What follows belongs to an exercise in optimizing a design on an open flow for small area, a short achievable clock period and few clock cycles per item; a production flow would make more cautious choices.
Function was checked by simulation only, so behaviour that the tests miss may differ from the original.

## config.mk

```make
export PLATFORM = sky130hd
export DESIGN_NAME = mx_block_mac
export DESIGN_NICKNAME = mx_block_mac
export VERILOG_FILES = /design/flow/design.v
export SDC_FILE = /design/flow/constraint.sdc
export NUM_CORES = 4
export LEC_CHECK = 0
export ABC_AREA = 1
export CAP_MARGIN = 20
export CORE_MARGIN = 2
export CORE_UTILIZATION = 55
export SLEW_MARGIN = 20
```

## constraint.sdc

```tcl
create_clock -name core_clock -period 50.0 [get_ports {clk}]
set_input_delay 10.0000 -clock core_clock [delete_from_list [all_inputs] [get_ports {clk}]]
set_output_delay 10.0000 -clock core_clock [all_outputs]
set_load 0.01 [all_outputs]
```

## design.v

```verilog
module mx_block_mac (
    input  wire         clk,
    input  wire         rst,         
    input  wire         in_valid,
    input  wire [127:0] a_elems,     
    input  wire [127:0] b_elems,
    input  wire [7:0]   a_scale,
    input  wire [7:0]   b_scale,
    input  wire [31:0]  acc_in,
    output reg          out_valid,
    output reg  [31:0]  acc_out
);
    function [8:0] tval;
        input [6:0] k;
        case (k)
            7'd0: tval = 9'h000;
            7'd1: tval = 9'h000;
            7'd2: tval = 9'h000;
            7'd3: tval = 9'h000;
            7'd4: tval = 9'h000;
            7'd5: tval = 9'h000;
            7'd6: tval = 9'h000;
            7'd7: tval = 9'h000;
            7'd8: tval = 9'h000;
            7'd9: tval = 9'h001;
            7'd10: tval = 9'h002;
            7'd11: tval = 9'h003;
            7'd12: tval = 9'h004;
            7'd13: tval = 9'h006;
            7'd14: tval = 9'h008;
            7'd15: tval = 9'h00c;
            7'd16: tval = 9'h000;
            7'd17: tval = 9'h002;
            7'd18: tval = 9'h004;
            7'd19: tval = 9'h006;
            7'd20: tval = 9'h008;
            7'd21: tval = 9'h00c;
            7'd22: tval = 9'h010;
            7'd23: tval = 9'h018;
            7'd24: tval = 9'h000;
            7'd25: tval = 9'h003;
            7'd26: tval = 9'h006;
            7'd27: tval = 9'h009;
            7'd28: tval = 9'h00c;
            7'd29: tval = 9'h012;
            7'd30: tval = 9'h018;
            7'd31: tval = 9'h024;
            7'd32: tval = 9'h000;
            7'd33: tval = 9'h004;
            7'd34: tval = 9'h008;
            7'd35: tval = 9'h00c;
            7'd36: tval = 9'h010;
            7'd37: tval = 9'h018;
            7'd38: tval = 9'h020;
            7'd39: tval = 9'h030;
            7'd40: tval = 9'h000;
            7'd41: tval = 9'h006;
            7'd42: tval = 9'h00c;
            7'd43: tval = 9'h012;
            7'd44: tval = 9'h018;
            7'd45: tval = 9'h024;
            7'd46: tval = 9'h030;
            7'd47: tval = 9'h048;
            7'd48: tval = 9'h000;
            7'd49: tval = 9'h008;
            7'd50: tval = 9'h010;
            7'd51: tval = 9'h018;
            7'd52: tval = 9'h020;
            7'd53: tval = 9'h030;
            7'd54: tval = 9'h040;
            7'd55: tval = 9'h060;
            7'd56: tval = 9'h000;
            7'd57: tval = 9'h00c;
            7'd58: tval = 9'h018;
            7'd59: tval = 9'h024;
            7'd60: tval = 9'h030;
            7'd61: tval = 9'h048;
            7'd62: tval = 9'h060;
            7'd63: tval = 9'h090;
            7'd64: tval = 9'h000;
            7'd65: tval = 9'h000;
            7'd66: tval = 9'h000;
            7'd67: tval = 9'h000;
            7'd68: tval = 9'h000;
            7'd69: tval = 9'h000;
            7'd70: tval = 9'h000;
            7'd71: tval = 9'h000;
            7'd72: tval = 9'h000;
            7'd73: tval = 9'h1ff;
            7'd74: tval = 9'h1fe;
            7'd75: tval = 9'h1fd;
            7'd76: tval = 9'h1fc;
            7'd77: tval = 9'h1fa;
            7'd78: tval = 9'h1f8;
            7'd79: tval = 9'h1f4;
            7'd80: tval = 9'h000;
            7'd81: tval = 9'h1fe;
            7'd82: tval = 9'h1fc;
            7'd83: tval = 9'h1fa;
            7'd84: tval = 9'h1f8;
            7'd85: tval = 9'h1f4;
            7'd86: tval = 9'h1f0;
            7'd87: tval = 9'h1e8;
            7'd88: tval = 9'h000;
            7'd89: tval = 9'h1fd;
            7'd90: tval = 9'h1fa;
            7'd91: tval = 9'h1f7;
            7'd92: tval = 9'h1f4;
            7'd93: tval = 9'h1ee;
            7'd94: tval = 9'h1e8;
            7'd95: tval = 9'h1dc;
            7'd96: tval = 9'h000;
            7'd97: tval = 9'h1fc;
            7'd98: tval = 9'h1f8;
            7'd99: tval = 9'h1f4;
            7'd100: tval = 9'h1f0;
            7'd101: tval = 9'h1e8;
            7'd102: tval = 9'h1e0;
            7'd103: tval = 9'h1d0;
            7'd104: tval = 9'h000;
            7'd105: tval = 9'h1fa;
            7'd106: tval = 9'h1f4;
            7'd107: tval = 9'h1ee;
            7'd108: tval = 9'h1e8;
            7'd109: tval = 9'h1dc;
            7'd110: tval = 9'h1d0;
            7'd111: tval = 9'h1b8;
            7'd112: tval = 9'h000;
            7'd113: tval = 9'h1f8;
            7'd114: tval = 9'h1f0;
            7'd115: tval = 9'h1e8;
            7'd116: tval = 9'h1e0;
            7'd117: tval = 9'h1d0;
            7'd118: tval = 9'h1c0;
            7'd119: tval = 9'h1a0;
            7'd120: tval = 9'h000;
            7'd121: tval = 9'h1f4;
            7'd122: tval = 9'h1e8;
            7'd123: tval = 9'h1dc;
            7'd124: tval = 9'h1d0;
            7'd125: tval = 9'h1b8;
            7'd126: tval = 9'h1a0;
            7'd127: tval = 9'h170;
            default: tval = 9'h000;
        endcase
    endfunction
    function [8:0] tshift;
        input       s;
        input [2:0] a, b;
        reg         fa, fb, c9, c3, nz;
        reg [2:0]   e;
        reg [10:0]  cs;
        begin
            nz = (a != 3'd0) && (b != 3'd0);
            fa = a[0] & (a[2:1] != 2'd0);
            fb = b[0] & (b[2:1] != 2'd0);
            c9 = fa & fb;
            c3 = fa ^ fb;
            e  = {1'b0, a[2:1]} + {1'b0, b[2:1]};
            cs = {{7{s}}, s ^ c9, s ? ~c3 : ~c9, c3 | (s & c9), c9};
            cs = cs << e;
            tshift = nz ? cs[10:2] : 9'd0;
            tshift[8] = ~tshift[8];      
        end
    endfunction
    function [7:0] pmag;
        input [2:0] a, b;
        reg [3:0] x, y;
        begin
            case (a)
                3'd0: x = 4'd0;  3'd1: x = 4'd1;  3'd2: x = 4'd2;  3'd3: x = 4'd3;
                3'd4: x = 4'd4;  3'd5: x = 4'd6;  3'd6: x = 4'd8;  default: x = 4'd12;
            endcase
            case (b)
                3'd0: y = 4'd0;  3'd1: y = 4'd1;  3'd2: y = 4'd2;  3'd3: y = 4'd3;
                3'd4: y = 4'd4;  3'd5: y = 4'd6;  3'd6: y = 4'd8;  default: y = 4'd12;
            endcase
            pmag = x * y;
        end
    endfunction
    reg         v0;
    reg [127:0] a_q, b_q;
    reg [7:0]   sa_q, sb_q;
    reg [31:0]  acc_q;
    always @(posedge clk) begin
        if (rst) v0 <= 1'b0;
        else     v0 <= in_valid;
        a_q <= a_elems; b_q <= b_elems; sa_q <= a_scale; sb_q <= b_scale; acc_q <= acc_in;
    end
    wire [31:0] sg;       
    wire [31:0] nz;       
    wire [8:0] px0 = tshift(sg[0], a_q[2:0], b_q[2:0]);
    wire [8:0] px1 = tshift(sg[1], a_q[6:4], b_q[6:4]);
    wire [8:0] px2 = tshift(sg[2], a_q[10:8], b_q[10:8]);
    wire [8:0] px3 = tshift(sg[3], a_q[14:12], b_q[14:12]);
    wire [8:0] px4 = tshift(sg[4], a_q[18:16], b_q[18:16]);
    wire [8:0] px5 = tshift(sg[5], a_q[22:20], b_q[22:20]);
    wire [8:0] px6 = tshift(sg[6], a_q[26:24], b_q[26:24]);
    wire [8:0] px7 = tshift(sg[7], a_q[30:28], b_q[30:28]);
    wire [8:0] px8 = tshift(sg[8], a_q[34:32], b_q[34:32]);
    wire [8:0] px9 = tshift(sg[9], a_q[38:36], b_q[38:36]);
    wire [8:0] px10 = tshift(sg[10], a_q[42:40], b_q[42:40]);
    wire [8:0] px11 = tshift(sg[11], a_q[46:44], b_q[46:44]);
    wire [8:0] px12 = tshift(sg[12], a_q[50:48], b_q[50:48]);
    wire [8:0] px13 = tshift(sg[13], a_q[54:52], b_q[54:52]);
    wire [8:0] px14 = tshift(sg[14], a_q[58:56], b_q[58:56]);
    wire [8:0] px15 = tshift(sg[15], a_q[62:60], b_q[62:60]);
    wire [8:0] px16 = tshift(sg[16], a_q[66:64], b_q[66:64]);
    wire [8:0] px17 = tshift(sg[17], a_q[70:68], b_q[70:68]);
    wire [8:0] px18 = tshift(sg[18], a_q[74:72], b_q[74:72]);
    wire [8:0] px19 = tshift(sg[19], a_q[78:76], b_q[78:76]);
    wire [8:0] px20 = tshift(sg[20], a_q[82:80], b_q[82:80]);
    wire [8:0] px21 = tshift(sg[21], a_q[86:84], b_q[86:84]);
    wire [8:0] px22 = tshift(sg[22], a_q[90:88], b_q[90:88]);
    wire [8:0] px23 = tshift(sg[23], a_q[94:92], b_q[94:92]);
    wire [8:0] px24 = tshift(sg[24], a_q[98:96], b_q[98:96]);
    wire [8:0] px25 = tshift(sg[25], a_q[102:100], b_q[102:100]);
    wire [8:0] px26 = tshift(sg[26], a_q[106:104], b_q[106:104]);
    wire [8:0] px27 = tshift(sg[27], a_q[110:108], b_q[110:108]);
    wire [8:0] px28 = tshift(sg[28], a_q[114:112], b_q[114:112]);
    wire [8:0] px29 = tshift(sg[29], a_q[118:116], b_q[118:116]);
    wire [8:0] px30 = tshift(sg[30], a_q[122:120], b_q[122:120]);
    wire [8:0] px31 = tshift(sg[31], a_q[126:124], b_q[126:124]);
    genvar gi;
    generate for (gi = 0; gi < 32; gi = gi + 1) begin : g_sign
        assign sg[gi] = a_q[4*gi+3] ^ b_q[4*gi+3];
        assign nz[gi] = (a_q[4*gi+2:4*gi] != 3'd0) && (b_q[4*gi+2:4*gi] != 3'd0);
    end endgenerate
    wire all_neg_zero = &(sg & ~nz);    
    wire h_2, h_1;
    assign {h_2, h_1} = px0[0] + px10[0] + px11[0];
    wire h_4, h_3;
    assign {h_4, h_3} = px12[0] + px13[0] + px14[0];
    wire h_6, h_5;
    assign {h_6, h_5} = px0[1] + px10[1] + px11[1];
    wire h_8, h_7;
    assign {h_8, h_7} = px12[1] + px13[1] + px14[1];
    wire h_10, h_9;
    assign {h_10, h_9} = px15[1] + px16[1] + px17[1];
    wire h_12, h_11;
    assign {h_12, h_11} = px0[2] + px10[2] + px11[2];
    wire h_14, h_13;
    assign {h_14, h_13} = px12[2] + px13[2] + px14[2];
    wire h_16, h_15;
    assign {h_16, h_15} = px15[2] + px16[2] + px17[2];
    wire h_18, h_17;
    assign {h_18, h_17} = px18[2] + px19[2];
    wire h_20, h_19;
    assign {h_20, h_19} = px0[3] + px10[3] + px11[3];
    wire h_22, h_21;
    assign {h_22, h_21} = px12[3] + px13[3] + px14[3];
    wire h_24, h_23;
    assign {h_24, h_23} = px15[3] + px16[3] + px17[3];
    wire h_26, h_25;
    assign {h_26, h_25} = px18[3] + px19[3] + px1[3];
    wire h_28, h_27;
    assign {h_28, h_27} = px0[4] + px10[4] + px11[4];
    wire h_30, h_29;
    assign {h_30, h_29} = px12[4] + px13[4] + px14[4];
    wire h_32, h_31;
    assign {h_32, h_31} = px15[4] + px16[4] + px17[4];
    wire h_34, h_33;
    assign {h_34, h_33} = px18[4] + px19[4] + px1[4];
    wire h_36, h_35;
    assign {h_36, h_35} = px0[5] + px10[5] + px11[5];
    wire h_38, h_37;
    assign {h_38, h_37} = px12[5] + px13[5] + px14[5];
    wire h_40, h_39;
    assign {h_40, h_39} = px15[5] + px16[5] + px17[5];
    wire h_42, h_41;
    assign {h_42, h_41} = px18[5] + px19[5] + px1[5];
    wire h_44, h_43;
    assign {h_44, h_43} = px0[6] + px10[6] + px11[6];
    wire h_46, h_45;
    assign {h_46, h_45} = px12[6] + px13[6] + px14[6];
    wire h_48, h_47;
    assign {h_48, h_47} = px15[6] + px16[6] + px17[6];
    wire h_50, h_49;
    assign {h_50, h_49} = px18[6] + px19[6] + px1[6];
    wire h_52, h_51;
    assign {h_52, h_51} = px0[7] + px10[7] + px11[7];
    wire h_54, h_53;
    assign {h_54, h_53} = px12[7] + px13[7] + px14[7];
    wire h_56, h_55;
    assign {h_56, h_55} = px15[7] + px16[7] + px17[7];
    wire h_58, h_57;
    assign {h_58, h_57} = px18[7] + px19[7] + px1[7];
    wire h_60, h_59;
    assign {h_60, h_59} = px0[8] + px10[8] + px11[8];
    wire h_62, h_61;
    assign {h_62, h_61} = px12[8] + px13[8] + px14[8];
    wire h_64, h_63;
    assign {h_64, h_63} = px15[8] + px16[8] + px17[8];
    wire h_66, h_65;
    assign {h_66, h_65} = px18[8] + px19[8] + px1[8];
    wire h_68, h_67;
    assign {h_68, h_67} = px15[0] + px16[0] + px17[0];
    wire h_70, h_69;
    assign {h_70, h_69} = px18[0] + px19[0] + px1[0];
    wire h_72, h_71;
    assign {h_72, h_71} = px20[0] + px21[0] + px22[0];
    wire h_74, h_73;
    assign {h_74, h_73} = px23[0] + px24[0] + px25[0];
    wire h_76, h_75;
    assign {h_76, h_75} = px26[0] + px27[0];
    wire h_78, h_77;
    assign {h_78, h_77} = px18[1] + px19[1] + px1[1];
    wire h_80, h_79;
    assign {h_80, h_79} = px20[1] + px21[1] + px22[1];
    wire h_82, h_81;
    assign {h_82, h_81} = px23[1] + px24[1] + px25[1];
    wire h_84, h_83;
    assign {h_84, h_83} = px26[1] + px27[1] + px28[1];
    wire h_86, h_85;
    assign {h_86, h_85} = px29[1] + px2[1] + px30[1];
    wire h_88, h_87;
    assign {h_88, h_87} = px31[1] + px3[1] + px4[1];
    wire h_90, h_89;
    assign {h_90, h_89} = px5[1] + px6[1] + px7[1];
    wire h_92, h_91;
    assign {h_92, h_91} = px1[2] + px20[2] + px21[2];
    wire h_94, h_93;
    assign {h_94, h_93} = px22[2] + px23[2] + px24[2];
    wire h_96, h_95;
    assign {h_96, h_95} = px25[2] + px26[2] + px27[2];
    wire h_98, h_97;
    assign {h_98, h_97} = px28[2] + px29[2] + px2[2];
    wire h_100, h_99;
    assign {h_100, h_99} = px30[2] + px31[2] + px3[2];
    wire h_102, h_101;
    assign {h_102, h_101} = px4[2] + px5[2] + px6[2];
    wire h_104, h_103;
    assign {h_104, h_103} = px7[2] + px8[2] + px9[2];
    wire h_106, h_105;
    assign {h_106, h_105} = h_17 + h_10 + h_11;
    wire h_108, h_107;
    assign {h_108, h_107} = px20[3] + px21[3] + px22[3];
    wire h_110, h_109;
    assign {h_110, h_109} = px23[3] + px24[3] + px25[3];
    wire h_112, h_111;
    assign {h_112, h_111} = px26[3] + px27[3] + px28[3];
    wire h_114, h_113;
    assign {h_114, h_113} = px29[3] + px2[3] + px30[3];
    wire h_116, h_115;
    assign {h_116, h_115} = px31[3] + px3[3] + px4[3];
    wire h_118, h_117;
    assign {h_118, h_117} = px5[3] + px6[3] + px7[3];
    wire h_120, h_119;
    assign {h_120, h_119} = px8[3] + px9[3] + h_18;
    wire h_122, h_121;
    assign {h_122, h_121} = h_12 + h_14 + h_16;
    wire h_124, h_123;
    assign {h_124, h_123} = h_19 + h_21;
    wire h_126, h_125;
    assign {h_126, h_125} = px20[4] + px21[4] + px22[4];
    wire h_128, h_127;
    assign {h_128, h_127} = px23[4] + px24[4] + px25[4];
    wire h_130, h_129;
    assign {h_130, h_129} = px26[4] + px27[4] + px28[4];
    wire h_132, h_131;
    assign {h_132, h_131} = px29[4] + px2[4] + px30[4];
    wire h_134, h_133;
    assign {h_134, h_133} = px31[4] + px3[4] + px4[4];
    wire h_136, h_135;
    assign {h_136, h_135} = px5[4] + px6[4] + px7[4];
    wire h_138, h_137;
    assign {h_138, h_137} = px8[4] + px9[4] + h_20;
    wire h_140, h_139;
    assign {h_140, h_139} = h_22 + h_24 + h_26;
    wire h_142, h_141;
    assign {h_142, h_141} = h_27 + h_29 + h_31;
    wire h_144, h_143;
    assign {h_144, h_143} = px20[5] + px21[5] + px22[5];
    wire h_146, h_145;
    assign {h_146, h_145} = px23[5] + px24[5] + px25[5];
    wire h_148, h_147;
    assign {h_148, h_147} = px26[5] + px27[5] + px28[5];
    wire h_150, h_149;
    assign {h_150, h_149} = px29[5] + px2[5] + px30[5];
    wire h_152, h_151;
    assign {h_152, h_151} = px31[5] + px3[5] + px4[5];
    wire h_154, h_153;
    assign {h_154, h_153} = px5[5] + px6[5] + px7[5];
    wire h_156, h_155;
    assign {h_156, h_155} = px8[5] + px9[5] + h_28;
    wire h_158, h_157;
    assign {h_158, h_157} = h_30 + h_32 + h_34;
    wire h_160, h_159;
    assign {h_160, h_159} = h_35 + h_37 + h_39;
    wire h_162, h_161;
    assign {h_162, h_161} = px20[6] + px21[6] + px22[6];
    wire h_164, h_163;
    assign {h_164, h_163} = px23[6] + px24[6] + px25[6];
    wire h_166, h_165;
    assign {h_166, h_165} = px26[6] + px27[6] + px28[6];
    wire h_168, h_167;
    assign {h_168, h_167} = px29[6] + px2[6] + px30[6];
    wire h_170, h_169;
    assign {h_170, h_169} = px31[6] + px3[6] + px4[6];
    wire h_172, h_171;
    assign {h_172, h_171} = px5[6] + px6[6] + px7[6];
    wire h_174, h_173;
    assign {h_174, h_173} = px8[6] + px9[6] + h_36;
    wire h_176, h_175;
    assign {h_176, h_175} = h_38 + h_40 + h_42;
    wire h_178, h_177;
    assign {h_178, h_177} = h_43 + h_45 + h_47;
    wire h_180, h_179;
    assign {h_180, h_179} = px20[7] + px21[7] + px22[7];
    wire h_182, h_181;
    assign {h_182, h_181} = px23[7] + px24[7] + px25[7];
    wire h_184, h_183;
    assign {h_184, h_183} = px26[7] + px27[7] + px28[7];
    wire h_186, h_185;
    assign {h_186, h_185} = px29[7] + px2[7] + px30[7];
    wire h_188, h_187;
    assign {h_188, h_187} = px31[7] + px3[7] + px4[7];
    wire h_190, h_189;
    assign {h_190, h_189} = px5[7] + px6[7] + px7[7];
    wire h_192, h_191;
    assign {h_192, h_191} = px8[7] + px9[7] + h_44;
    wire h_194, h_193;
    assign {h_194, h_193} = h_46 + h_48 + h_50;
    wire h_196, h_195;
    assign {h_196, h_195} = h_51 + h_53 + h_55;
    wire h_198, h_197;
    assign {h_198, h_197} = px20[8] + px21[8] + px22[8];
    wire h_200, h_199;
    assign {h_200, h_199} = px23[8] + px24[8] + px25[8];
    wire h_202, h_201;
    assign {h_202, h_201} = px26[8] + px27[8] + px28[8];
    wire h_204, h_203;
    assign {h_204, h_203} = px29[8] + px2[8] + px30[8];
    wire h_206, h_205;
    assign {h_206, h_205} = px31[8] + px3[8] + px4[8];
    wire h_208, h_207;
    assign {h_208, h_207} = px5[8] + px6[8] + px7[8];
    wire h_210, h_209;
    assign {h_210, h_209} = px8[8] + px9[8] + h_52;
    wire h_212, h_211;
    assign {h_212, h_211} = h_54 + h_56 + h_58;
    wire h_214, h_213;
    assign {h_214, h_213} = h_59 + h_61 + h_63;
    wire h_216, h_215;
    assign {h_216, h_215} = px28[0] + px29[0] + px2[0];
    wire h_218, h_217;
    assign {h_218, h_217} = px30[0] + px31[0] + px3[0];
    wire h_220, h_219;
    assign {h_220, h_219} = px4[0] + px5[0] + px6[0];
    wire h_222, h_221;
    assign {h_222, h_221} = px8[1] + px9[1] + h_76;
    wire h_224, h_223;
    assign {h_224, h_223} = h_2 + h_4 + h_5;
    wire h_226, h_225;
    assign {h_226, h_225} = h_68 + h_7 + h_70;
    wire h_228, h_227;
    assign {h_228, h_227} = h_72 + h_74 + h_77;
    wire h_230, h_229;
    assign {h_230, h_229} = h_79 + h_81;
    wire h_232, h_231;
    assign {h_232, h_231} = h_101 + h_103 + h_13;
    wire h_234, h_233;
    assign {h_234, h_233} = h_15 + h_6 + h_78;
    wire h_236, h_235;
    assign {h_236, h_235} = h_8 + h_80 + h_82;
    wire h_238, h_237;
    assign {h_238, h_237} = h_84 + h_86 + h_88;
    wire h_240, h_239;
    assign {h_240, h_239} = h_90 + h_91 + h_93;
    wire h_242, h_241;
    assign {h_242, h_241} = h_95 + h_97;
    wire h_244, h_243;
    assign {h_244, h_243} = h_100 + h_102 + h_104;
    wire h_246, h_245;
    assign {h_246, h_245} = h_107 + h_109 + h_111;
    wire h_248, h_247;
    assign {h_248, h_247} = h_113 + h_115 + h_117;
    wire h_250, h_249;
    assign {h_250, h_249} = h_23 + h_25 + h_92;
    wire h_252, h_251;
    assign {h_252, h_251} = h_94 + h_96 + h_98;
    wire h_254, h_253;
    assign {h_254, h_253} = h_119 + h_123 + h_106;
    wire h_256, h_255;
    assign {h_256, h_255} = h_108 + h_110 + h_112;
    wire h_258, h_257;
    assign {h_258, h_257} = h_114 + h_116 + h_118;
    wire h_260, h_259;
    assign {h_260, h_259} = h_125 + h_127 + h_129;
    wire h_262, h_261;
    assign {h_262, h_261} = h_131 + h_133 + h_135;
    wire h_264, h_263;
    assign {h_264, h_263} = h_33 + h_120 + h_124;
    wire h_266, h_265;
    assign {h_266, h_265} = h_122 + h_137 + h_139;
    wire h_268, h_267;
    assign {h_268, h_267} = h_126 + h_128 + h_130;
    wire h_270, h_269;
    assign {h_270, h_269} = h_132 + h_134 + h_136;
    wire h_272, h_271;
    assign {h_272, h_271} = h_143 + h_145 + h_147;
    wire h_274, h_273;
    assign {h_274, h_273} = h_149 + h_151 + h_153;
    wire h_276, h_275;
    assign {h_276, h_275} = h_41 + h_138 + h_140;
    wire h_278, h_277;
    assign {h_278, h_277} = h_142 + h_155 + h_157;
    wire h_280, h_279;
    assign {h_280, h_279} = h_144 + h_146 + h_148;
    wire h_282, h_281;
    assign {h_282, h_281} = h_150 + h_152 + h_154;
    wire h_284, h_283;
    assign {h_284, h_283} = h_161 + h_163 + h_165;
    wire h_286, h_285;
    assign {h_286, h_285} = h_167 + h_169 + h_171;
    wire h_288, h_287;
    assign {h_288, h_287} = h_49 + h_156 + h_158;
    wire h_290, h_289;
    assign {h_290, h_289} = h_160 + h_173 + h_175;
    wire h_292, h_291;
    assign {h_292, h_291} = h_162 + h_164 + h_166;
    wire h_294, h_293;
    assign {h_294, h_293} = h_168 + h_170 + h_172;
    wire h_296, h_295;
    assign {h_296, h_295} = h_179 + h_181 + h_183;
    wire h_298, h_297;
    assign {h_298, h_297} = h_185 + h_187 + h_189;
    wire h_300, h_299;
    assign {h_300, h_299} = h_57 + h_174 + h_176;
    wire h_302, h_301;
    assign {h_302, h_301} = h_178 + h_191 + h_193;
    wire h_304, h_303;
    assign {h_304, h_303} = h_180 + h_182 + h_184;
    wire h_306, h_305;
    assign {h_306, h_305} = h_186 + h_188 + h_190;
    wire h_308, h_307;
    assign {h_308, h_307} = h_197 + h_199 + h_201;
    wire h_310, h_309;
    assign {h_310, h_309} = h_203 + h_205 + h_207;
    wire h_312, h_311;
    assign {h_312, h_311} = h_65 + h_192 + h_194;
    wire h_314, h_313;
    assign {h_314, h_313} = h_196 + h_209 + h_211;
    wire h_316, h_315;
    assign {h_316, h_315} = h_198 + h_200 + h_202;
    wire h_318, h_317;
    assign {h_318, h_317} = h_204 + h_206 + h_208;
    wire h_320, h_319;
    assign {h_320, h_319} = h_60 + h_62 + h_64;
    wire h_322, h_321;
    assign {h_322, h_321} = px7[0] + px8[0] + px9[0];
    wire h_324, h_323;
    assign {h_324, h_323} = h_75 + h_1 + h_215;
    wire h_326, h_325;
    assign {h_326, h_325} = h_216 + h_218 + h_220;
    wire h_328, h_327;
    assign {h_328, h_327} = h_83 + h_85 + h_87;
    wire h_330, h_329;
    assign {h_330, h_329} = h_89 + h_9 + h_221;
    wire h_332, h_331;
    assign {h_332, h_331} = h_99 + h_222 + h_230;
    wire h_334, h_333;
    assign {h_334, h_333} = h_241 + h_105 + h_224;
    wire h_336, h_335;
    assign {h_336, h_335} = h_226 + h_228 + h_231;
    wire h_338, h_337;
    assign {h_338, h_337} = h_233 + h_235;
    wire h_340, h_339;
    assign {h_340, h_339} = h_242 + h_121 + h_232;
    wire h_342, h_341;
    assign {h_342, h_341} = h_234 + h_236 + h_238;
    wire h_344, h_343;
    assign {h_344, h_343} = h_240 + h_243 + h_245;
    wire h_346, h_345;
    assign {h_346, h_345} = h_247 + h_249 + h_251;
    wire h_348, h_347;
    assign {h_348, h_347} = h_141 + h_244 + h_246;
    wire h_350, h_349;
    assign {h_350, h_349} = h_248 + h_250 + h_252;
    wire h_352, h_351;
    assign {h_352, h_351} = h_255 + h_257 + h_259;
    wire h_354, h_353;
    assign {h_354, h_353} = h_261 + h_263 + h_254;
    wire h_356, h_355;
    assign {h_356, h_355} = h_159 + h_256 + h_258;
    wire h_358, h_357;
    assign {h_358, h_357} = h_260 + h_262 + h_267;
    wire h_360, h_359;
    assign {h_360, h_359} = h_269 + h_271 + h_273;
    wire h_362, h_361;
    assign {h_362, h_361} = h_264 + h_266 + h_275;
    wire h_364, h_363;
    assign {h_364, h_363} = h_177 + h_268 + h_270;
    wire h_366, h_365;
    assign {h_366, h_365} = h_272 + h_274 + h_279;
    wire h_368, h_367;
    assign {h_368, h_367} = h_281 + h_283 + h_285;
    wire h_370, h_369;
    assign {h_370, h_369} = h_276 + h_278 + h_287;
    wire h_372, h_371;
    assign {h_372, h_371} = h_195 + h_280 + h_282;
    wire h_374, h_373;
    assign {h_374, h_373} = h_284 + h_286 + h_291;
    wire h_376, h_375;
    assign {h_376, h_375} = h_293 + h_295 + h_297;
    wire h_378, h_377;
    assign {h_378, h_377} = h_288 + h_290 + h_299;
    wire h_380, h_379;
    assign {h_380, h_379} = h_213 + h_292 + h_294;
    wire h_382, h_381;
    assign {h_382, h_381} = h_296 + h_298 + h_303;
    wire h_384, h_383;
    assign {h_384, h_383} = h_305 + h_307 + h_309;
    wire h_386, h_385;
    assign {h_386, h_385} = h_300 + h_302 + h_311;
    wire h_388, h_387;
    assign {h_388, h_387} = h_66 + h_210 + h_212;
    wire h_390, h_389;
    assign {h_390, h_389} = h_214 + h_304 + h_306;
    wire h_392, h_391;
    assign {h_392, h_391} = h_308 + h_310 + h_315;
    wire h_394, h_393;
    assign {h_394, h_393} = h_317 + h_319 + h_312;
    wire h_396, h_395;
    assign {h_396, h_395} = h_217 + h_219 + h_3;
    wire h_398, h_397;
    assign {h_398, h_397} = h_321 + h_67;
    wire h_400, h_399;
    assign {h_400, h_399} = h_322 + h_229 + h_223;
    wire h_402, h_401;
    assign {h_402, h_401} = h_225 + h_227 + h_324;
    wire h_404, h_403;
    assign {h_404, h_403} = h_325 + h_327;
    wire h_406, h_405;
    assign {h_406, h_405} = h_237 + h_239 + h_326;
    wire h_408, h_407;
    assign {h_408, h_407} = h_328 + h_330 + h_331;
    wire h_410, h_409;
    assign {h_410, h_409} = h_337 + h_333 + h_335;
    wire h_412, h_411;
    assign {h_412, h_411} = h_332 + h_338 + h_253;
    wire h_414, h_413;
    assign {h_414, h_413} = h_334 + h_336 + h_339;
    wire h_416, h_415;
    assign {h_416, h_415} = h_341 + h_343 + h_345;
    wire h_418, h_417;
    assign {h_418, h_417} = h_265 + h_340 + h_342;
    wire h_420, h_419;
    assign {h_420, h_419} = h_344 + h_346 + h_347;
    wire h_422, h_421;
    assign {h_422, h_421} = h_349 + h_351 + h_353;
    wire h_424, h_423;
    assign {h_424, h_423} = h_277 + h_348 + h_350;
    wire h_426, h_425;
    assign {h_426, h_425} = h_352 + h_355 + h_357;
    wire h_428, h_427;
    assign {h_428, h_427} = h_359 + h_354 + h_361;
    wire h_430, h_429;
    assign {h_430, h_429} = h_289 + h_356 + h_358;
    wire h_432, h_431;
    assign {h_432, h_431} = h_360 + h_363 + h_365;
    wire h_434, h_433;
    assign {h_434, h_433} = h_367 + h_362 + h_369;
    wire h_436, h_435;
    assign {h_436, h_435} = h_301 + h_364 + h_366;
    wire h_438, h_437;
    assign {h_438, h_437} = h_368 + h_371 + h_373;
    wire h_440, h_439;
    assign {h_440, h_439} = h_375 + h_370 + h_377;
    wire h_442, h_441;
    assign {h_442, h_441} = h_313 + h_372 + h_374;
    wire h_444, h_443;
    assign {h_444, h_443} = h_376 + h_379 + h_381;
    wire h_446, h_445;
    assign {h_446, h_445} = h_383 + h_378 + h_385;
    wire h_448, h_447;
    assign {h_448, h_447} = h_314 + h_380 + h_382;
    wire h_450, h_449;
    assign {h_450, h_449} = h_384 + h_387 + h_389;
    wire h_452, h_451;
    assign {h_452, h_451} = h_391 + h_386 + h_393;
    wire h_454, h_453;
    assign {h_454, h_453} = h_316 + h_318 + h_320;
    wire h_456, h_455;
    assign {h_456, h_455} = h_388 + h_390 + h_392;
    wire h_458, h_457;
    assign {h_458, h_457} = h_69 + h_71 + h_73;
    wire h_460, h_459;
    assign {h_460, h_459} = h_398 + h_396 + h_329;
    wire h_462, h_461;
    assign {h_462, h_461} = h_403 + h_399;
    wire h_464, h_463;
    assign {h_464, h_463} = h_404 + h_400 + h_402;
    wire h_466, h_465;
    assign {h_466, h_465} = h_405 + h_407 + h_409;
    wire h_468, h_467;
    assign {h_468, h_467} = h_406 + h_408 + h_410;
    wire h_470, h_469;
    assign {h_470, h_469} = h_411 + h_413 + h_415;
    wire h_472, h_471;
    assign {h_472, h_471} = h_412 + h_414 + h_416;
    wire h_474, h_473;
    assign {h_474, h_473} = h_417 + h_419 + h_421;
    wire h_476, h_475;
    assign {h_476, h_475} = h_418 + h_420 + h_423;
    wire h_478, h_477;
    assign {h_478, h_477} = h_425 + h_422 + h_427;
    wire h_480, h_479;
    assign {h_480, h_479} = h_424 + h_426 + h_429;
    wire h_482, h_481;
    assign {h_482, h_481} = h_431 + h_428 + h_433;
    wire h_484, h_483;
    assign {h_484, h_483} = h_430 + h_432 + h_435;
    wire h_486, h_485;
    assign {h_486, h_485} = h_437 + h_434 + h_439;
    wire h_488, h_487;
    assign {h_488, h_487} = h_436 + h_438 + h_441;
    wire h_490, h_489;
    assign {h_490, h_489} = h_443 + h_440 + h_445;
    wire h_492, h_491;
    assign {h_492, h_491} = h_442 + h_444 + h_447;
    wire h_494, h_493;
    assign {h_494, h_493} = h_449 + h_446 + h_451;
    wire h_496, h_495;
    assign {h_496, h_495} = h_453 + h_394 + h_448;
    wire h_498, h_497;
    assign {h_498, h_497} = h_450 + h_455 + h_452;
    wire h_500, h_499;
    assign {h_500, h_499} = h_397 + h_323;
    wire h_502, h_501;
    assign {h_502, h_501} = h_458 + h_401 + h_459;
    wire h_504, h_503;
    assign {h_504, h_503} = h_460 + h_462 + h_463;
    wire h_506, h_505;
    assign {h_506, h_505} = h_464 + h_466 + h_467;
    wire h_508, h_507;
    assign {h_508, h_507} = h_468 + h_470 + h_471;
    wire h_510, h_509;
    assign {h_510, h_509} = h_472 + h_475 + h_474;
    wire h_512, h_511;
    assign {h_512, h_511} = h_476 + h_479 + h_478;
    wire h_514, h_513;
    assign {h_514, h_513} = h_480 + h_483 + h_482;
    wire h_516, h_515;
    assign {h_516, h_515} = h_484 + h_487 + h_486;
    wire h_518, h_517;
    assign {h_518, h_517} = h_488 + h_491 + h_490;
    wire h_520, h_519;
    assign {h_520, h_519} = h_492 + h_495 + h_494;
    wire h_522, h_521;
    assign {h_522, h_521} = h_454 + h_456 + h_496;
    wire h_524, h_523;
    assign {h_524, h_523} = h_395 + h_457;
    wire h_526, h_525;
    assign {h_526, h_525} = h_500 + h_461 + h_501;
    wire h_528, h_527;
    assign {h_528, h_527} = h_502 + h_465 + h_503;
    wire h_530, h_529;
    assign {h_530, h_529} = h_469 + h_504 + h_505;
    wire h_532, h_531;
    assign {h_532, h_531} = h_473 + h_506 + h_507;
    wire h_534, h_533;
    assign {h_534, h_533} = h_477 + h_508 + h_509;
    wire h_536, h_535;
    assign {h_536, h_535} = h_481 + h_510 + h_511;
    wire h_538, h_537;
    assign {h_538, h_537} = h_485 + h_512 + h_513;
    wire h_540, h_539;
    assign {h_540, h_539} = h_489 + h_514 + h_515;
    wire h_542, h_541;
    assign {h_542, h_541} = h_493 + h_516 + h_517;
    wire h_544, h_543;
    assign {h_544, h_543} = h_497 + h_518 + h_519;
    wire h_546, h_545;
    assign {h_546, h_545} = h_498 + h_521 + h_520;
    wire [13:0] cs0 = {1'b0, h_522, h_545, h_543, h_541, h_539, h_537, h_535, h_533, h_531, h_529, h_527, h_525, h_523};
    wire [13:0] cs1 = {1'b0, h_546, h_544, h_542, h_540, h_538, h_536, h_534, h_532, h_530, h_528, h_526, h_524, h_499};
    wire [8:0]  esum = {1'b0, sa_q} + {1'b0, sb_q};
    wire        snan = (sa_q == 8'hFF) || (sb_q == 8'hFF);
    wire [13:0] S      = (cs0 + cs1) ^ 14'h2000;
    wire [12:0] mag    = S[13] ? (13'd0 - S[12:0]) : S[12:0];    
    wire        s_sign = (S == 14'd0) ? all_neg_zero : S[13];
    reg         v1, ys1, nan1;
    reg [12:0]  mag1;
    reg [8:0]   e1;
    reg [31:0]  acc1;
    always @(posedge clk) begin
        if (rst) v1 <= 1'b0;
        else     v1 <= v0;
        mag1 <= mag; ys1 <= s_sign; nan1 <= snan; e1 <= esum; acc1 <= acc_q;
    end
    wire        ys = ys1, y_nan = nan1;
    wire [31:0] acc2 = acc1;
    reg [3:0] m;                        
    integer j;
    always @* begin
        m = 4'd0;
        for (j = 0; j < 13; j = j + 1)
            if (mag1[j]) m = j[3:0];
    end
    wire        szero = (mag1 == 13'd0);
    wire [12:0] nrm   = mag1 << (4'd12 - m);         
    wire [9:0]  T     = {1'b0, e1} + {6'd0, m};
    wire        s_nrm = !szero && (T >= 10'd130);
    wire        y_inf = !szero && (T >= 10'd384);
    wire [9:0]  k     = 10'd130 - T;
    wire        k_big = (k >= 10'd26);
    wire [4:0]  ks    = k[4:0];
    reg [3:0] tz;
    integer jj;
    always @* begin
        tz = 4'd12;
        for (jj = 11; jj >= 0; jj = jj - 1)
            if (nrm[jj]) tz = jj[3:0];
    end
    wire [25:0] ysh   = {nrm, 13'd0} >> ks;
    wire        ylost = ({1'b0, tz} + 5'd13) <= ks;
    wire        yg    = ysh[1];
    wire        yup   = yg && (ylost || ysh[2]);
    wire [22:0] yfs   = ysh[24:2] + {22'd0, yup};
    wire [7:0]  ye0   = s_nrm ? (T[7:0] + 8'd127) : 8'd0;
    wire [22:0] yf0   = s_nrm ? {nrm[11:0], 11'd0} : (k_big ? 23'd0 : yfs);
    wire        xs = acc2[31];
    wire [7:0]  xe = acc2[30:23];
    wire [22:0] xf = acc2[22:0];
    wire x_nan = (xe == 8'hFF) && (xf != 23'd0);
    wire x_inf = (xe == 8'hFF) && (xf == 23'd0);
    wire        swap = {ye0, yf0} > {xe, xf};
    wire        bs   = swap ? ys : xs;
    wire [7:0]  be   = swap ? ye0 : xe;
    wire [22:0] bf   = swap ? yf0 : xf;
    wire        ss   = swap ? xs : ys;
    wire [7:0]  se   = swap ? xe : ye0;
    wire [22:0] sf   = swap ? xf : yf0;
    wire [7:0]  bex  = (be == 8'd0) ? 8'd1 : be;      
    wire [7:0]  sex  = (se == 8'd0) ? 8'd1 : se;
    wire [23:0] bm   = {(be != 8'd0), bf};             
    wire [26:0] sm   = {(se != 8'd0), sf, 3'b000};     
    wire [7:0]  d    = bex - sex;
    reg [4:0] tzs;
    integer q;
    always @* begin
        tzs = 5'd27;
        for (q = 26; q >= 3; q = q - 1)
            if (sm[q]) tzs = q[4:0];
    end
    wire        sticky_al = {3'd0, tzs} < d;
    wire        d_big     = (d >= 8'd27);
    wire sp_nan = x_nan || y_nan || (x_inf && y_inf && (xs != ys));
    wire sp_inf = x_inf || y_inf;
    wire sp_sgn = x_inf ? xs : ys;
    reg         v3, sub3, bs3, nan3, inf3, isgn3, zsgn3;
    reg [23:0]  bm3;
    reg [23:0]  sm3;
    reg [4:0]   d3;
    reg         d_big3, sticky3;
    reg [7:0]   bex3;
    always @(posedge clk) begin
        if (rst) v3 <= 1'b0;
        else     v3 <= v1;
        sub3 <= bs ^ ss; bs3 <= bs; bm3 <= bm; sm3 <= sm[26:3]; bex3 <= bex;
        d3 <= d[4:0]; d_big3 <= d_big; sticky3 <= sticky_al;
        nan3 <= sp_nan; inf3 <= sp_inf && !sp_nan; isgn3 <= sp_sgn; zsgn3 <= xs & ys;
    end
    wire [26:0] sm_al = d_big3 ? 27'd0 : ({sm3, 3'b000} >> d3);
    wire [26:0] sm_s  = {sm_al[26:1], sm_al[0] | sticky3};
    wire [27:0] sum = sub3 ? ({1'b0, bm3, 3'b000} - {1'b0, sm_s}) : ({1'b0, bm3, 3'b000} + {1'b0, sm_s});
    reg [26:0] nm;         
    reg [8:0]  ne;         
    reg [4:0]  lz;
    reg [7:0]  lsh;
    integer kk;
    always @* begin
        lz = 5'd27;
        for (kk = 0; kk <= 26; kk = kk + 1)
            if (sum[kk]) lz = 5'd26 - kk[4:0];
        lsh = 8'd0;
        if (sum[27]) begin
            nm = {sum[27:2], sum[1] | sum[0]};
            ne = {1'b0, bex3} + 9'd1;
        end else begin
            lsh = ({3'd0, lz} < bex3) ? {3'd0, lz} : (bex3 - 8'd1);
            nm  = sum[26:0] << lsh;
            ne  = nm[26] ? ({1'b0, bex3} - {1'b0, lsh}) : 9'd0;
        end
    end
    wire        r_up  = nm[2] && (nm[1] || nm[0] || nm[3]);
    wire [31:0] r_mag = {1'b0, ne[7:0], nm[25:3]} + {31'd0, r_up};
    reg [31:0] res;
    always @* begin
        if (nan3)
            res = 32'h7FC0_0000;
        else if (inf3)
            res = {isgn3, 8'hFF, 23'd0};
        else if (sum == 28'd0)
            res = {zsgn3, 31'd0};                       
        else if (ne >= 9'd255)
            res = {bs3, 8'hFF, 23'd0};
        else
            res = {bs3, r_mag[30:0]};
    end
    always @(posedge clk) begin
        if (rst) out_valid <= 1'b0;
        else     out_valid <= v3;
        acc_out <= res;
    end
endmodule
```

## run.sh

```bash
#!/bin/bash
# synth_recipe.tcl (not shown) runs the flow's synth.tcl, then flattens the netlist and writes it again
# the make line also repeats each setting of config.mk as NAME=value (left out here)
make -C /OpenROAD-flow-scripts/flow DESIGN_CONFIG=/design/flow/config.mk WORK_HOME=/design/flow/orfs CLKGATE_MAP_FILE= SYNTH_SCRIPT=/design/flow/synth_recipe.tcl finish
```

==> notes.md <==
==> per-layer routing <==
metal  up-vias  global-route usage
met2      1022               0.563
met1     16800               0.364
met4         0               0.114
li1      18600                   -
met3       217              0.0346
met5         -                   0
==> cells by family (layout without fill, tap and decap cells) <==
kind of cell,Yosys count,in the layout,share of synthesized area
simple gates,2376,2376,0.255
compound gates,1002,1002,0.144
buf+inv,1068,1413,0.105
other cells,0,1,0
xor+xnor,74,74,0.0164
mux,47,47,0.0121
flops,465,465,0.236
fa+ha+maj,551,551,0.232
==> worst max-delay path by stage <==
stage                            from           to
final                     acc_out[26]  acc_out[26]
after global routing          mag1[2]      sticky3
after CTS                 acc_out[26]  acc_out[26]
after detailed placement  acc_out[26]  acc_out[26]
after global placement    acc_out[23]  acc_out[23]
after floorplan            acc_out[0]   acc_out[0]
==> sequential cells by signal (all words and copies together), names as in the netlist, 5 cells and up <==
signal and cells:
b_q 128, acc_q 32, sb_q 8, bm3 24, acc_out 32, sm3 24
bex3 8, mag1 13, d3 5, acc1 32, e1 9, a_q 128
sa_q 8
==> area by class of cell <==
| type | instances | area, um2 |
|---|---|---|
| antenna | 1 | 2.50 |
| clock buffer | 74 | 1500 |
| clock inverter | 13 | 188 |
| fill | 6580 | 25900 |
| inverter | 976 | 3670 |
| multi-input combinational | 4050 | 26000 |
| sequential | 465 | 9310 |
| tap | 950 | 1190 |
| timing repair buffer | 350 | 3480 |
==> layout by cell type, fill, tap and decap left out, drive strengths merged, types with 59 or more instances in the layout <==
master	instances
nand4	59
inv	972
dfxtp	465
a21oi	265
fa	299
ha	252
clkdlybuf4s50	339
o21ai	517
nor2	367
nand2	1434
nand3	409
clkbuf	74
==> metrics by stage <==
stage | hold slack, ns | util | area (um2)
6_report | 0.324 | 0.636 | 45300
5_1_grt | 0.328 | 0.636 | 45300
2_1_floorplan | 0.310 | - | 39400
3_5_place_dp | 0.312 | 0.612 | 43600
4_1_cts | 0.327 | 0.636 | 45300
3_3_place_gp | 0.312 | 0.612 | 43600
==> synthesized netlist by cell type, drive strengths merged, types with 16 or more instances <==
master,number,area (um2)
a21boi,31,240
o21ai,517,2630
nand3,409,2110
nor4,16,100
fa,299,5990
o32ai,36,315
inv,967,3630
mux2i,43,430
buf,45,302
or2,51,319
o22ai,46,288
nor2,367,1460
nand2,1434,5440
dfxtp,465,9310
o32a,19,190
xnor2,22,193
a31oi,17,121
nor3,26,130
nand4,59,390
xor2,52,455
ha,252,3150
a21oi,265,1330
clkbuf,47,176
==> results.py <==
metrics = {
    "routing": {
        "wl_met3_mm": 5.67,
        "dr_total_vias": 36600,
        "post_drt_wl_per_cell_um": 16.6,
        "drc": 0,
        "drt_wl_total_mm": 114,
        "wl_met2_mm": 58.1,
        "dr.pass1.iters": 6,
        "drt_iter0_drc": 2719,
        "wl_met1_mm": 46.4,
        "ant_nets": 0,
        "dr.max_layer_used": "met4",
        "viasPerCell": 5.33,
    },
    "flow_run": {
        "cap_violations": 0,
    },
    "worst_setup_path": {
        "crit_arrival_ns": 1.50,
        "start_kind": "flop",
        "crit_fanout": 1,
        "crit_chain": "clkdlybuf4s50_1",
        "critical-path-max-stage-delay_ns": 0.55,
        "critical_path_class": "reg2out",
        "cpMaxStageDelayCell": "clkdlybuf4s50_1",
        "reg2reg_from": "d3[2]",
        "crit_family": "buffers and inverters",
        "worst_setup_path_end_kind": "primary output",
        "timing.rr.end": "acc_out[22]",
        "cp_num_buf_inv": 1,
        "r2r_cells": 64,
        "rrSetupSlack_ns": 39.53,
        "cp.required_ns": 40.00,
        "critical_path_cell_count": 1,
    },
    "die": {
        "core_area_um2": 71200,
        "num_io_pins": 340,
        "die-area_um2": 73900,
        "start_util": 0.554,
        "num_rows": 98,
        "die_w_um": 272,
        "die_h_um": 272,
    },
    "hold_path": {
        "holdCritPathClass": "reg2reg",
        "min_path_cells": 0,
        "worstHoldEndpoint": "acc1[29]",
        "hp-start": "acc_q[29]",
    },
    "synth": {
        "synth-async-reset-ratio": 0,
        "synth-edff-count": 0,
        "synth.yosys.seq_area_share": 0.236,
        "synth_ff_type": "dfxtp_1",
        "yosys_warnings": 1,
        "netlist_area_um2": 39400,
        "synth_fp_nets": 6441,
        "syn_avg_cell_area_um2": 7.07,
        "syn_inst": 5583,
        "ys_ff_latch": 465,
        "ys_types": 70,
    },
    "final_layout": {
        "final_cells": 6879,
        "drive_above_1_share": 0.0373,
        "area_growth_pct": 14.9,
        "finalNetCount": 6750,
    },
    "sta": {
        "skew_ns": 0.0344,
        "tns_ns": 0,
        "slew-limit-headroom": 0.395,
        "fin_crit_ns": 11.50,
        "drv_slew": 0,
        "hold_viol_final": 0,
        "worst_slew_pin_slew_ns": 0.904,
        "min_period_over_period": 0.230,
        "max_freq_mhz": 86.9,
        "setup_viol": 0,
        "rsz0062_at_grt": "no",
        "finalWorstSetupSlack_ns": 38.50,
    },
    "global_route": {
        "grt_pass1_vias": 34800,
        "grt_max_degree": 70,
        "grtUsageTotal": 0.306,
        "overflow": 0,
        "grt_pass1_wl_mm": 179,
        "antenna_found_initial": 1,
    },
    "cts": {
        "insertion_delay_ns": 0.64,
        "cts.clk_slew.worst_paths_ns": 0.06,
        "cts_inserted_buffers": 49,
        "cts_buffer_depth": 3,
        "hold_buffers": 0,
        "postCtsSetupRepairBufs": 0,
        "clock-root-buffer": "clkbuf_16",
        "cts.htree.levels": 2,
        "cts_resized": 0,
        "clock_sinks": 465,
        "cts_tree": "built",
    },
    "status": {
        "status": "no timing/DRC/antenna violations",
    },
    "place": {
        "place_congestion": 0.967,
        "hpwl_mm": 97.0,
        "post-place-ws_ns": 39.15,
        "io_buffers": 339,
        "dpl.cell_count": 6791,
    },
}
Testbench counts, summed over its fixed seeds: cycles 16,032, items 16,000.

## static timing again, ports no longer ideal
How much do the figures lean on ideal ports? The routed layout below was timed once more, with nothing changed but the port constraints. Step 1, drivers: a clkbuf_16 drives clk and a buf_2 each remaining input, both assumed. Step 2, shift: input delay + t, output delay - t, t = (earliest + latest rising clock arrival at the registers) / 2. This alone moves slack from input paths to output paths. a / b / c = ideal / step 1 / step 2; a / b = the first two.
t, ns: 0.689
slack for setup (ns): 38.497 / 38.432 / 39.120
worst register clock-pin slew, ns: 0.06 / 0.06
After both steps this run still meets setup and hold. For this run, drivers alone change the setup slack by -0.065 ns; drivers and shift together by +0.623 ns.
